This design comes from an exercise in tuning for small area, a short achievable clock period and few clock cycles per item on the open sky130 flow, not from production work. Function was checked by simulation only, so behaviour that the tests miss may differ from the original.

==> flow/design.v (excerpt) <==
module symcode_decoder (
    input  wire        clk,
    input  wire        rst,
    input  wire        in_valid,
    output wire        in_ready,
    input  wire [71:0] in_beat,
    output wire        out_valid,
    input  wire        out_ready,
    output wire [63:0] out_data,
    output wire [3:0]  out_status
);
Size: roughly 3000 cells after synthesis, ~960 flip-flops, roughly 150 I/O pins, roughly 35000 um2 of cells after synthesis.
Settings: LEC_CHECK=0, CAP_MARGIN=20, CORE_MARGIN=2, CORE_UTILIZATION=60, SETUP_SLACK_MARGIN=5, SLEW_MARGIN=20; clock period 10.0 ns.
standard.sh (not shown) runs the stock make flow with config.mk's settings and CLKGATE_MAP_FILE= SYNTH_SCRIPT=/design/flow/synth_recipe.tcl, a recipe that flattens the netlist after the stock synthesis.
==> flow/flow/run.sh <==
#!/bin/bash
set -uo pipefail
MARGIN=${MARGIN:-7}
sed "s/SETUP_SLACK_MARGIN=[0-9.]*/SETUP_SLACK_MARGIN=$MARGIN/" standard.sh > standard_margin.sh
grep -q "SETUP_SLACK_MARGIN=$MARGIN" standard_margin.sh || sed -i "s/make -C/make SETUP_SLACK_MARGIN=$MARGIN -C/" standard_margin.sh
bash standard_margin.sh > standard.log 2>&1
Testbench counts at the start, summed over its fixed seeds: cycles 12,888, bursts 1,600.
Edit:
==> flow/flow/run.sh (replaced) <==
#!/bin/bash
set -uo pipefail
MARGIN=${MARGIN:-6.5}
sed "s/SETUP_SLACK_MARGIN=[0-9.]*/SETUP_SLACK_MARGIN=$MARGIN/" standard.sh > standard_margin.sh
grep -q "SETUP_SLACK_MARGIN=$MARGIN" standard_margin.sh || sed -i "s/make -C/make SETUP_SLACK_MARGIN=$MARGIN -C/" standard_margin.sh
bash standard_margin.sh > standard.log 2>&1
- ABC_AREA: unset -> 1
- CORE_UTILIZATION: 60 -> 55
The new run completed with no timing, DRC or antenna violations; non-clock buffer count fell by 155; first-iteration DRC count rose by 47%; count of clock-buffer cells in the layout came out lower by 8; final area goes down by 2.7%; final cell count rose by 18%.
Edit:
==> flow/flow/run.sh (replaced) <==
#!/bin/bash
set -uo pipefail
MARGIN=${MARGIN:-6.7}
sed "s/SETUP_SLACK_MARGIN=[0-9.]*/SETUP_SLACK_MARGIN=$MARGIN/" standard.sh > standard_margin.sh
grep -q "SETUP_SLACK_MARGIN=$MARGIN" standard_margin.sh || sed -i "s/make -C/make SETUP_SLACK_MARGIN=$MARGIN -C/" standard_margin.sh
bash standard_margin.sh > standard.log 2>&1
- CORE_UTILIZATION: 55 -> 72
The new run aborted during global routing (5_1_grt).
Area after synthesis does not change.
Synthesized cell count stays the same.
Edit:
- ABC_AREA: 1 -> unset
- CORE_UTILIZATION: 72 -> 40
Effect: This time the run completed with no timing, DRC or antenna violations. Area after synthesis falls by 2.2%. Synthesized cell count falls by 21%.
Edit:
- ABC_AREA: unset -> 1
- CTS_BUF_LIST: unset -> sky130_fd_sc_hd__clkbuf_8
Outcome: Count of clock-buffer cells in the layout rose by 52. Wire length grows by 3.1%. Final area drops by 1.8%. First-iteration DRC count increases by 23%. Worst setup slack gets better by 0.093 ns. Die area rises by 2.2%. Worst hold slack improves by 0.016 ns. Via count goes up by 14%. Final cell count rises by 19%.


north:
Starting RTL as in the previous note.
Settings: LEC_CHECK=0, ABC_AREA=1, CAP_MARGIN=20, CORE_MARGIN=2, CORE_UTILIZATION=55, SETUP_SLACK_MARGIN=5, SLEW_MARGIN=20; clock period 10.0 ns.
==> flow/flow/run.sh <==
#!/bin/bash
set -uo pipefail
MARGIN=${MARGIN:-6.9}
sed "s/SETUP_SLACK_MARGIN=[0-9.]*/SETUP_SLACK_MARGIN=$MARGIN/" standard.sh > standard_margin.sh
grep -q "SETUP_SLACK_MARGIN=$MARGIN" standard_margin.sh || sed -i "s/make -C/make SETUP_SLACK_MARGIN=$MARGIN -C/" standard_margin.sh
bash standard_margin.sh > standard.log 2>&1
north completed; timing, DRC and antenna clean
Testbench counts of north, summed over its fixed seeds: cycles 12,888, bursts 1,600.
Changes in south relative to north:
Settings: removing ABC_AREA (formerly 1); changing CORE_UTILIZATION from 55 to 40.
--- a/flow/flow/run.sh
+++ b/flow/flow/run.sh
@@ -2,3 +2,3 @@
 set -uo pipefail
-MARGIN=${MARGIN:-6.9}
+MARGIN=${MARGIN:-7}
 sed "s/SETUP_SLACK_MARGIN=[0-9.]*/SETUP_SLACK_MARGIN=$MARGIN/" standard.sh > standard_margin.sh
==> comparison <==
Min xor/xnor share of the synthesized area across north and south: north. south vs. north: final cell count without fillers decreased by about 8% relative to the old numbers, post-synthesis cell count -793, wire length -4300 um, critical path depth picked up an extra 12, mean routed wirelength per cell +4.0%. Summary — area after synthesis, south relative to north: lower, by 810 sq um. Looking at timing startpoint of the critical path, the acc_b[11] result is from south; the out_q[38] one comes from north. Part of the cycle the worst path needs for south: 1.1 points up relative to north.
For east, these inputs were changed with respect to south:
Settings: TNS_END_PERCENT now 0, previously not set; ABC_AREA now 1, previously not set; CORE_UTILIZATION now 55, was 40.
--- a/flow/flow/run.sh
+++ b/flow/flow/run.sh
@@ -2,3 +2,3 @@
 set -uo pipefail
-MARGIN=${MARGIN:-7}
+MARGIN=${MARGIN:-6.7}
 sed "s/SETUP_SLACK_MARGIN=[0-9.]*/SETUP_SLACK_MARGIN=$MARGIN/" standard.sh > standard_margin.sh
==> comparison <==
Depth of the worst register-to-register path: higher on south
The higher global-route wire length before repair came out of east.
From south to east the numbers moved as follows: count of clock-buffer cells in the layout fell by about 6.4%, total wirelength of the detailed-routed design has increased, via count shows an increase of 3,440.
east reports its top layer reached by signal wires as met5 while south reports met4.
The lower synthesized area came out of south.
east reports its last element of the critical path as out_data[36] while south reports u_dec.geo_q.
In the flow results for east and south, the register fraction of the total cell area is smaller on south.
The inputs of west differ from those of east as listed below.
Settings: TNS_END_PERCENT no longer set, was 0.
Results
Wire: west routes less than east
east -> west: gate count after technology mapping flat
Diff east -> west: footprint of the multi-input gates +about 0.5%.
In west, the met1 track utilization from global routing came out 0.34 points above the value in east.
Per the comparison of west with east, clock-pin slew reported for the worst setup and hold paths after clock tree synthesis neither gained nor lost much; design area stayed essentially flat.

## port drivers added, routing unchanged
The flow's constraints put no driver on any port. The routed layouts listed below were extracted and timed again, unchanged, in two steps. Step 1, drivers: a clkbuf_16 drives clk and a buf_2 each remaining input, both assumed. Step 2 also shifts input and output timing later by t, the mid clock arrival at the registers, as if the neighbouring blocks saw the same clock. Slacks: ideal ports / drivers / drivers and shift; pairs: ideal ports / drivers.
| run | shift t [ns] | setup WS [ns] | latest minus earliest clock arrival (ns) |
|---|---|---|---|
| the first run of note 1 | 0.694 | 6.529 / 6.529 / 6.453 | 0.051 / 0.051 |
| the second run of note 1 | 0.695 | 6.597 / 6.528 / 5.979 | 0.036 / 0.036 |
| the fourth run of note 1 | 0.691 | 6.517 / 6.517 / 6.078 | 0.045 / 0.045 |
| the fifth run of note 1 | 0.827 | 6.610 / 6.541 / 6.044 | 0.046 / 0.046 |
| north | 0.695 | 6.752 / 6.683 / 6.457 | 0.044 / 0.045 |
| south | 0.708 | 6.640 / 6.640 / 6.405 | 0.058 / 0.059 |
| east | 0.696 | 6.594 / 6.525 / 5.996 | 0.037 / 0.036 |
| west | 0.704 | 6.736 / 6.665 / 6.220 | 0.039 / 0.039 |
After both steps every run listed still meets setup and hold. The setup slack of the second run of note 1, which loses most, moves by -0.069 ns with the drivers and by -0.618 ns with both steps.
